This is an optimization exercise on Yosys and OpenROAD, whose aim is small area, a short achievable clock period and few clock cycles per item, not a production implementation.
The RTL was checked by simulation tests, not by an equivalence proof against the original design.
Power is estimated from default activity; no workload was simulated.

==> flow/design.v <==
module kg9_divider (
    input  wire        clk,
    input  wire        rst,
    input  wire        start,
    input  wire        sgn,
    input  wire [63:0] a,
    input  wire [63:0] b,
    output reg         ready,
    output reg         done,
    output wire [63:0] q,
    output wire [63:0] r,
    output reg         exc
);
    reg st_idle, st_s1, st_it, st_f1;
    reg [63:0] R;       
    reg [63:0] E;       
    reg [63:0] Q;       
    reg [6:0]  na, nb;  
    reg [5:0]  cnt;     
    reg        a_neg, b_neg;
    reg        x;       
    reg        inv;     
    reg [7:0]  zg;      
    reg        first;   
    reg        ex;      
    assign q = Q;
    assign r = R;
    reg  xc;                    
    wire neg_q = ~x;
    wire fill  = ~a_neg;        
    function [6:0] bitlen(input [63:0] v);
        integer i;
        begin
            bitlen = 7'd0;
            for (i = 0; i < 64; i = i + 1)
                if (v[i]) bitlen = i + 1;
        end
    endfunction
    wire in_a_neg = sgn & a[63];
    wire in_b_neg = sgn & b[63];
    wire [7:0] dn = {1'b0, na} - {1'b0, nb};
    wire [5:0] sh = dn[5:0];            
    wire       b_zero = (nb == 7'd0);
    wire       q_zero = dn[7];
    wire       s1_exit = b_zero | q_zero;
    reg  [64:0] kg, kp, kgn, kpn;
    integer kl, kk;
    always @* begin
        kg = {R & E, xc};
        kp = {R ^ E, 1'b0};
        for (kl = 0; kl < 7; kl = kl + 1) begin
            kgn = kg; kpn = kp;
            for (kk = 0; kk < 65; kk = kk + 1)
                if (kk >= (1 << kl)) begin
                    kgn[kk] = kg[kk] | (kp[kk] & kg[kk - (1 << kl)]);
                    kpn[kk] = kp[kk] & kp[kk - (1 << kl)];
                end
            kg = kgn; kp = kpn;
        end
    end
    wire [64:0] sum = {kg[64], (R ^ E) ^ kg[63:0]};
    wire        fits = sum[64] ^ a_neg;
    wire [7:0]  sum_nz;
    genvar gi;
    generate
        for (gi = 0; gi < 8; gi = gi + 1) begin : g_nz
            assign sum_nz[gi] = |sum[8*gi+7:8*gi];
        end
    endgenerate
    wire        last_zero = (zg == 8'd0);
    reg         m1;
    wire        evp = ~first & last_zero & a_neg & ~ex;
    wire use_c = neg_q & (sum[63] ^ ~a_neg);
    reg [63:0] eal;
    integer si;
    always @* begin
        eal = E ^ {64{x}};
        for (si = 0; si < 6; si = si + 1)
            if (sh[si]) eal = (eal << (1 << si)) | ({64{x}} & ((64'd1 << (1 << si)) - 64'd1));
    end
    wire newbit = ((ex | evp) ? 1'b0 : fits) ^ inv;
    wire last   = (cnt == 6'd0);
    wire fin = (st_s1 & s1_exit) | (st_it & last & ~a_neg) | st_f1;
    always @(posedge clk) begin
        if (rst) begin
            st_idle <= 1'b1;
            ready <= 1'b1;
            st_s1 <= 1'b0; st_it <= 1'b0; st_f1 <= 1'b0;
            done <= 1'b0;
        end else begin
            done    <= fin;
            ready   <= (ready & ~start) | fin;
            st_idle <= (st_idle & ~start) | fin;
            st_s1   <= st_idle & start;
            st_it   <= (st_s1 & ~s1_exit) | (st_it & ~last);
            st_f1   <= st_it & last & a_neg;
        end
    end
    always @(posedge clk) begin
        if (st_idle) begin
            R <= a;
            E <= b;
            a_neg <= in_a_neg;
            b_neg <= in_b_neg;
            x <= ~(in_a_neg ^ in_b_neg);
            xc <= ~(in_a_neg ^ in_b_neg);
            na <= bitlen(in_a_neg ? {~a[62:0], 1'b1} : a);
            nb <= bitlen(in_b_neg ? (~b | 64'd1) : b);
        end
        if (st_s1) begin
            cnt <= sh;
            ex  <= 1'b0;
            zg  <= sum_nz;
            first <= 1'b1;
            inv <= use_c;
            exc <= b_zero;
            if (s1_exit) begin
                Q <= 64'd0;
            end else begin
                Q <= {64{use_c}};
                if (use_c) R <= sum[63:0];
                E <= eal;
            end
        end
        if (st_it) begin
            begin
                if (first) m1 <= last_zero & a_neg & ~b_neg;
                if (fits) R <= sum[63:0];
                Q <= {Q[62:1], Q[0] ^ evp, newbit};
                zg <= sum_nz;
                first <= 1'b0;
                if (evp) ex <= 1'b1;
                if (!last) begin
                    E <= {fill, E[63:1]};
                    cnt <= cnt - 6'd1;
                end
            end
        end
        if (st_f1) begin
            if (ex | evp) R <= sum[63:0];
            Q <= m1 ? {64{1'b1}} : {Q[63:1], Q[0] ^ evp};
            exc <= b_neg & Q[63];
        end
    end
endmodule
==> flow/config.mk <==
export PLATFORM = sky130hd
export DESIGN_NAME = kg9_divider
export DESIGN_NICKNAME = kg9_divider
export VERILOG_FILES = /design/flow/design.v
export SDC_FILE = /design/flow/constraint.sdc
export NUM_CORES = 4
export LEC_CHECK = 0
export CAP_MARGIN = 20
export CORE_MARGIN = 2
export CORE_UTILIZATION = 55
export SETUP_SLACK_MARGIN = 4.0
export SLEW_MARGIN = 20
==> flow/constraint.sdc <==
create_clock -name core_clock -period 8.0 [get_ports {clk}]
set_input_delay 1.6000 -clock core_clock [delete_from_list [all_inputs] [get_ports {clk}]]
set_output_delay 1.6000 -clock core_clock [all_outputs]
set_load 0.01 [all_outputs]
standard.sh (not shown) runs the stock make flow with config.mk's settings and CLKGATE_MAP_FILE= SYNTH_SCRIPT=/design/flow/synth_recipe.tcl, a recipe that flattens the netlist after the stock synthesis.
==> flow/flow/run.sh <==
#!/bin/bash
# Standard layout; the port buffers are plain buf_1 cells instead of the
# delay buffers ORFS picks by default. Each tool's output goes to the logs
# that standard.sh's make writes under orfs/logs; make's own output is kept
# in standard.log.
export BUFFER_PORTS_ARGS="-buffer_cell sky130_fd_sc_hd__buf_1"
bash standard.sh > standard.log 2>&1
Testbench counts at the start, summed over its fixed seeds: cycles 56,892, ops 3,200.
Change:
--- a/flow/config.mk
+++ b/flow/config.mk
@@ -9,3 +9,5 @@
 export CORE_MARGIN = 2
-export CORE_UTILIZATION = 55
+export CORE_UTILIZATION = 40
+export CTS_CLUSTER_DIAMETER = 100
+export CTS_CLUSTER_SIZE = 30
 export SETUP_SLACK_MARGIN = 4.0
The changed run passed the timing, design-rule and antenna checks.
Setup slack improved by 34 ps.
Hold slack is about the same.
Clock-buffer cell count came out lower by 27.
Combinational power came out higher by about 2%.
Cell area came out lower by 0.30%.
Non-clock buffer count came out lower by 2.
Change:
==> flow/config.mk (replaced) <==
export PLATFORM = sky130hd
export DESIGN_NAME = kg9_divider
export DESIGN_NICKNAME = kg9_divider
export VERILOG_FILES = /design/flow/design.v
export SDC_FILE = /design/flow/constraint.sdc
export NUM_CORES = 4
export LEC_CHECK = 0
export CAP_MARGIN = 10
export CORE_MARGIN = 2
export CORE_UTILIZATION = 55
export CTS_CLUSTER_DIAMETER = 90
export CTS_CLUSTER_SIZE = 26
export SETUP_SLACK_MARGIN = 4.0
export SLEW_MARGIN = 10
Routed wire length drops by 7.2%. Setup slack loses 16 ps. First-iteration DRC count grows by 17%. Total power decreases by 2.0%. Combinational power came out lower by about 3%. Global-route usage is higher by 8.0 points.
Change:
--- a/flow/config.mk
+++ b/flow/config.mk
@@ -7,3 +7,3 @@
 export LEC_CHECK = 0
-export CAP_MARGIN = 10
+export CAP_MARGIN = 20
 export CORE_MARGIN = 2
@@ -13,2 +13,2 @@
 export SETUP_SLACK_MARGIN = 4.0
-export SLEW_MARGIN = 10
+export SLEW_MARGIN = 20
Outcome: Cell count is unchanged. Sequential cell count stays the same. Via count is unchanged. Clock-buffer cell count does not change. Worst setup slack stays the same. Final area is unchanged. Sequential power stays flat. Core utilization is unchanged. Sequential share of layout area does not change.
Change:
--- a/flow/flow/run.sh
+++ b/flow/flow/run.sh
@@ -5,3 +5,3 @@
 # in standard.log.
-export BUFFER_PORTS_ARGS="-buffer_cell sky130_fd_sc_hd__buf_1"
+export BUFFER_PORTS_ARGS="-buffer_cell sky130_fd_sc_hd__buf_2"
 bash standard.sh > standard.log 2>&1
--- a/flow/config.mk
+++ b/flow/config.mk
@@ -9,5 +9,3 @@
 export CORE_MARGIN = 2
-export CORE_UTILIZATION = 55
-export CTS_CLUSTER_DIAMETER = 90
-export CTS_CLUSTER_SIZE = 26
+export CORE_UTILIZATION = 40
 export SETUP_SLACK_MARGIN = 4.0
What happened: The changed run ran to the end with no violations; routed wire length came out higher by roughly a tenth; core utilization is lower by 14 points; global-route usage came out lower by 7.3 points; combinational power goes up by a few percent; setup slack is better by 7.3 ps; clock skew goes down by 11 ps; final area came out higher by a few percent; flip-flop and latch count stays the same; clock power rises by well over a third.


// kg9_divider: RTL as listed in full above, without the edits since
export LEC_CHECK = 0
export CAP_MARGIN = 20
export CORE_MARGIN = 2
export CORE_UTILIZATION = 55
export CTS_CLUSTER_DIAMETER = 80
export CTS_CLUSTER_SIZE = 20
export SETUP_SLACK_MARGIN = 4.25
export SLEW_MARGIN = 20
create_clock -name core_clock -period 8.0 [get_ports {clk}]
==> flow/flow/run.sh <==
#!/bin/bash
# Standard layout; the port buffers are plain buf_1 cells instead of the
# delay buffers ORFS picks by default. Each tool's output goes to the logs
# that standard.sh's make writes under orfs/logs; make's own output is kept
# in standard.log.
export BUFFER_PORTS_ARGS="-buffer_cell sky130_fd_sc_hd__buf_1"
bash standard.sh > standard.log 2>&1
The starting point completed with no timing, DRC or antenna violations.
Testbench counts at the start, summed over its fixed seeds: cycles 56,892, ops 3,200.
Next try:
==> flow/run.sh (new file) <==
#!/bin/bash
# synth_recipe.tcl (not shown) runs the flow's synth.tcl, then flattens the netlist and writes it again
# the make line also repeats each setting of config.mk as NAME=value (left out here)
make -C /OpenROAD-flow-scripts/flow DESIGN_CONFIG=/design/flow/config.mk WORK_HOME=/design/flow/orfs CLKGATE_MAP_FILE= SYNTH_SCRIPT=/design/flow/synth_recipe.tcl finish
- CORE_UTILIZATION: 55 -> 40
- CTS_CLUSTER_DIAMETER: 80 -> unset
- CTS_CLUSTER_SIZE: 20 -> unset
- SETUP_SLACK_MARGIN: 4.25 -> 4.0
removed: flow/flow/run.sh
removed: flow/standard.sh
Cell count went up by a few percent.
Maximum frequency went down slightly.
Area after synthesis does not change.
Routed wire length hardly moves.
Total power went down slightly.
Next try:
==> flow/flow/run.sh (new file) <==
#!/bin/bash
# Standard layout; the port buffers are plain buf_1 cells instead of the
# delay buffers ORFS picks by default. Each tool's output goes to the logs
# that standard.sh's make writes under orfs/logs; make's own output is kept
# in standard.log.
export BUFFER_PORTS_ARGS="-buffer_cell sky130_fd_sc_hd__buf_1"
bash standard.sh > standard.log 2>&1
==> flow/standard.sh (new file) <==
#!/bin/bash
# synth_recipe.tcl (not shown) runs the flow's synth.tcl, then flattens the netlist and writes it again
# the make line also repeats each setting of config.mk as NAME=value (left out here)
make -C /OpenROAD-flow-scripts/flow DESIGN_CONFIG=/design/flow/config.mk WORK_HOME=/design/flow/orfs CLKGATE_MAP_FILE= SYNTH_SCRIPT=/design/flow/synth_recipe.tcl "${@:-finish}"
- ABC_AREA: unset -> 1
- CORE_UTILIZATION: 40 -> 55
- CTS_CLUSTER_DIAMETER: unset -> 80
- CTS_CLUSTER_SIZE: unset -> 20
removed: flow/run.sh
After rerunning: The changed run finished with timing, DRC and antenna clean; via count rises by 8.2%; worst setup slack loses 1.2 ns; wire length went down by 0.82%; sequential share of layout area grows by 1.3 points; final cell count is higher by 12%; flip-flop and latch count is unchanged; combinational power came out higher by about 2%; die area went down by 29%; register-to-register slack loses 1.2 ns.
Next try:
- ABC_AREA: 1 -> unset
The changed run completed with no timing, DRC or antenna violations.
Worst setup slack gains 1.3 ns.
Final area is lower by a few percent.
Clock power increases by a quarter to a third.


Setup of job 2638:
Starts from the design.v that is shown in full above.
==> flow/config.mk <==
export PLATFORM = sky130hd
export DESIGN_NAME = kg9_divider
export DESIGN_NICKNAME = kg9_divider
export VERILOG_FILES = /design/flow/design.v
export SDC_FILE = /design/flow/constraint.sdc
export NUM_CORES = 4
export LEC_CHECK = 0
export CAP_MARGIN = 20
export CORE_MARGIN = 2
export CORE_UTILIZATION = 55
export CTS_CLUSTER_DIAMETER = 80
export CTS_CLUSTER_SIZE = 20
export SETUP_SLACK_MARGIN = 3.8
export SLEW_MARGIN = 20
==> flow/constraint.sdc <==
create_clock -name core_clock -period 8.0 [get_ports {clk}]
set_input_delay 1.6000 -clock core_clock [delete_from_list [all_inputs] [get_ports {clk}]]
set_output_delay 1.6000 -clock core_clock [all_outputs]
set_load 0.01 [all_outputs]
==> flow/flow/run.sh <==
#!/bin/bash
# Standard layout; the port buffers are plain buf_1 cells instead of the
# delay buffers ORFS picks by default. Each tool's output goes to the logs
# that standard.sh's make writes under orfs/logs; make's own output is kept
# in standard.log.
export BUFFER_PORTS_ARGS="-buffer_cell sky130_fd_sc_hd__buf_1"
bash standard.sh > standard.log 2>&1
Testbench counts of job 2638, summed over its fixed seeds: cycles 56,892, ops 3,200.
Setup changes, job 2638 to job 649
# job 2638
export LEC_CHECK = 0
export CAP_MARGIN = 20
export CORE_MARGIN = 2
export CORE_UTILIZATION = 55
export CTS_CLUSTER_DIAMETER = 80
export CTS_CLUSTER_SIZE = 20
export SETUP_SLACK_MARGIN = 3.8
export SLEW_MARGIN = 20
create_clock -name core_clock -period 8.0 [get_ports {clk}]
# job 649
export LEC_CHECK = 0
export CAP_MARGIN = 20
export CORE_MARGIN = 2
export CORE_UTILIZATION = 40
export SETUP_SLACK_MARGIN = 4.0
export SLEW_MARGIN = 20
create_clock -name core_clock -period 8.0 [get_ports {clk}]
## What came out
Portion of the layout cell area used by clock cells came out higher on job 649 than on job 2638.
Compared with job 2638, in job 649 sequential share of cell area decreased by 0.87 points relative to the old numbers; number of violations reported at the end of detailed-routing iteration 0 decreased by 279 relative to the old numbers; global-route usage decreased by 7.8 points relative to the old numbers; overall routed net length increased by 7100 um relative to the old numbers; global-route track usage on met3 decreased by 0.63 points relative to the old numbers.
Relative to job 649, the following input files were edited for job 8465:
# job 649
export LEC_CHECK = 0
export CAP_MARGIN = 20
export CORE_MARGIN = 2
export CORE_UTILIZATION = 40
export SETUP_SLACK_MARGIN = 4.0
export SLEW_MARGIN = 20
create_clock -name core_clock -period 8.0 [get_ports {clk}]
# job 8465
export LEC_CHECK = 0
export CAP_MARGIN = 20
export CORE_MARGIN = 2
export CORE_UTILIZATION = 55
export CTS_CLUSTER_DIAMETER = 90
export CTS_CLUSTER_SIZE = 26
export GPL_ROUTABILITY_DRIVEN = 0
export SETUP_SLACK_MARGIN = 4.0
export SLEW_MARGIN = 20
create_clock -name core_clock -period 8.0 [get_ports {clk}]
Notes after the runs:
Summary of job 8465 over job 649: post-route total power lost 6.2%; final critical-path required period lost 0.033 ns. The higher sum of buffers and inverters on the critical path of job 8465 and job 649 is in job 649.
Changes in job 2094 relative to job 8465:
# job 8465
export LEC_CHECK = 0
export CAP_MARGIN = 20
export CORE_MARGIN = 2
export CORE_UTILIZATION = 55
export CTS_CLUSTER_DIAMETER = 90
export CTS_CLUSTER_SIZE = 26
export GPL_ROUTABILITY_DRIVEN = 0
export SETUP_SLACK_MARGIN = 4.0
export SLEW_MARGIN = 20
create_clock -name core_clock -period 8.0 [get_ports {clk}]
# job 2094
export LEC_CHECK = 0
export CAP_MARGIN = 20
export CORE_MARGIN = 2
export CORE_UTILIZATION = 55
export CTS_CLUSTER_DIAMETER = 90
export CTS_CLUSTER_SIZE = 26
export PLACE_DENSITY_LB_ADDON = 0.2
export SETUP_SLACK_MARGIN = 4.0
export SLEW_MARGIN = 20
create_clock -name core_clock -period 8.0 [get_ports {clk}]
==> run summary <==
Job 2094: count of inverters not on the clock network in the layout is 1 higher than what job 8465 reported. Job 2094 completed; timing, DRC and antenna clean. Of job 2094 and job 8465, job 2094 shows the higher time the worst path needs with I/O delays and setup, with job 8465 below it. The utilization after layout in job 2094 was lower than what job 8465 gave. For job 2094, the worst setup path startpoint was nb[0], unlike job 8465, where it was E[33].
Setup changes, job 2094 to job 6696
# job 2094
export LEC_CHECK = 0
export CAP_MARGIN = 20
export CORE_MARGIN = 2
export CORE_UTILIZATION = 55
export CTS_CLUSTER_DIAMETER = 90
export CTS_CLUSTER_SIZE = 26
export PLACE_DENSITY_LB_ADDON = 0.2
export SETUP_SLACK_MARGIN = 4.0
export SLEW_MARGIN = 20
create_clock -name core_clock -period 8.0 [get_ports {clk}]
# job 6696
export LEC_CHECK = 0
export CAP_MARGIN = 20
export CORE_MARGIN = 2
export CORE_UTILIZATION = 55
export CTS_CLUSTER_DIAMETER = 100
export CTS_CLUSTER_SIZE = 30
export SETUP_SLACK_MARGIN = 4.0
export SLEW_MARGIN = 20
create_clock -name core_clock -period 8.0 [get_ports {clk}]
### Flow results
- Number of vias after detailed routing: job 6696 vs job 2094, no meaningful difference
- Delta (job 6696 minus job 2094): storage element area stayed essentially flat, number of placed cells counting well taps about even, count of buffering cells on the critical path with inverters included went down by 1, routability-driven placement congestion ratio went up by 0.012, initial antenna violation count shows an increase of 1.
- The clock power of job 6696 was superior to that of job 2094.
- The highest achievable clock rate was comparable across job 6696 and job 2094.

[what the ideal ports hide]
Ports are ideal in the flow. The routed layouts listed here were re-timed in OpenROAD.
Step 1 sets driving cells, clkbuf_16 on the clock port and buf_2 on the other inputs (assumed; they add their load-dependent delay and slew).
Step 2 moves the port delays by t, midway between the first and last clock arrival at a register: inputs arrive t later, outputs are due t later. That takes back most of the time a late clock gives input paths.
Three values: ideal ports, drivers, drivers and shift; two values: the first two.
run | t, ns | slack for setup (ns) | clock arrival spread, ns
the first run of note 1 | 0.633 | 4.015 / 4.015 / 3.605 | 0.028 / 0.027
the second run of note 1 | 0.593 | 4.049 / 4.049 / 3.540 | 0.044 / 0.044
the third run of note 1 | 0.579 | 4.033 / 4.033 / 3.656 | 0.021 / 0.021
the fourth run of note 1 | 0.579 | 4.033 / 4.033 / 3.656 | 0.021 / 0.021
the fifth run of note 1 | 0.643 | 4.040 / 4.040 / 3.585 | 0.010 / 0.011
the first run of note 2 | 0.597 | 4.087 / 4.087 / 3.735 | 0.026 / 0.025
the second run of note 2 | 0.648 | 4.021 / 4.021 / 3.578 | 0.019 / 0.018
the third run of note 2 | 0.576 | 2.773 / 2.773 / 2.336 | 0.027 / 0.027
the fourth run of note 2 | 0.595 | 4.025 / 4.025 / 3.623 | 0.036 / 0.037
job 2638 | 0.599 | 3.797 / 3.797 / 3.362 | 0.028 / 0.028
job 649 | 0.656 | 4.028 / 4.028 / 3.513 | 0.038 / 0.038
job 8465 | 0.601 | 4.062 / 4.062 / 3.549 | 0.037 / 0.038
job 2094 | 0.583 | 4.014 / 4.014 / 3.553 | 0.024 / 0.023
job 6696 | 0.564 | 4.018 / 4.018 / 3.624 | 0.050 / 0.050
After both steps every run listed still meets setup and hold. For job 649, which loses most, drivers alone change the setup slack by 0.000 ns; drivers and shift together by -0.515 ns.
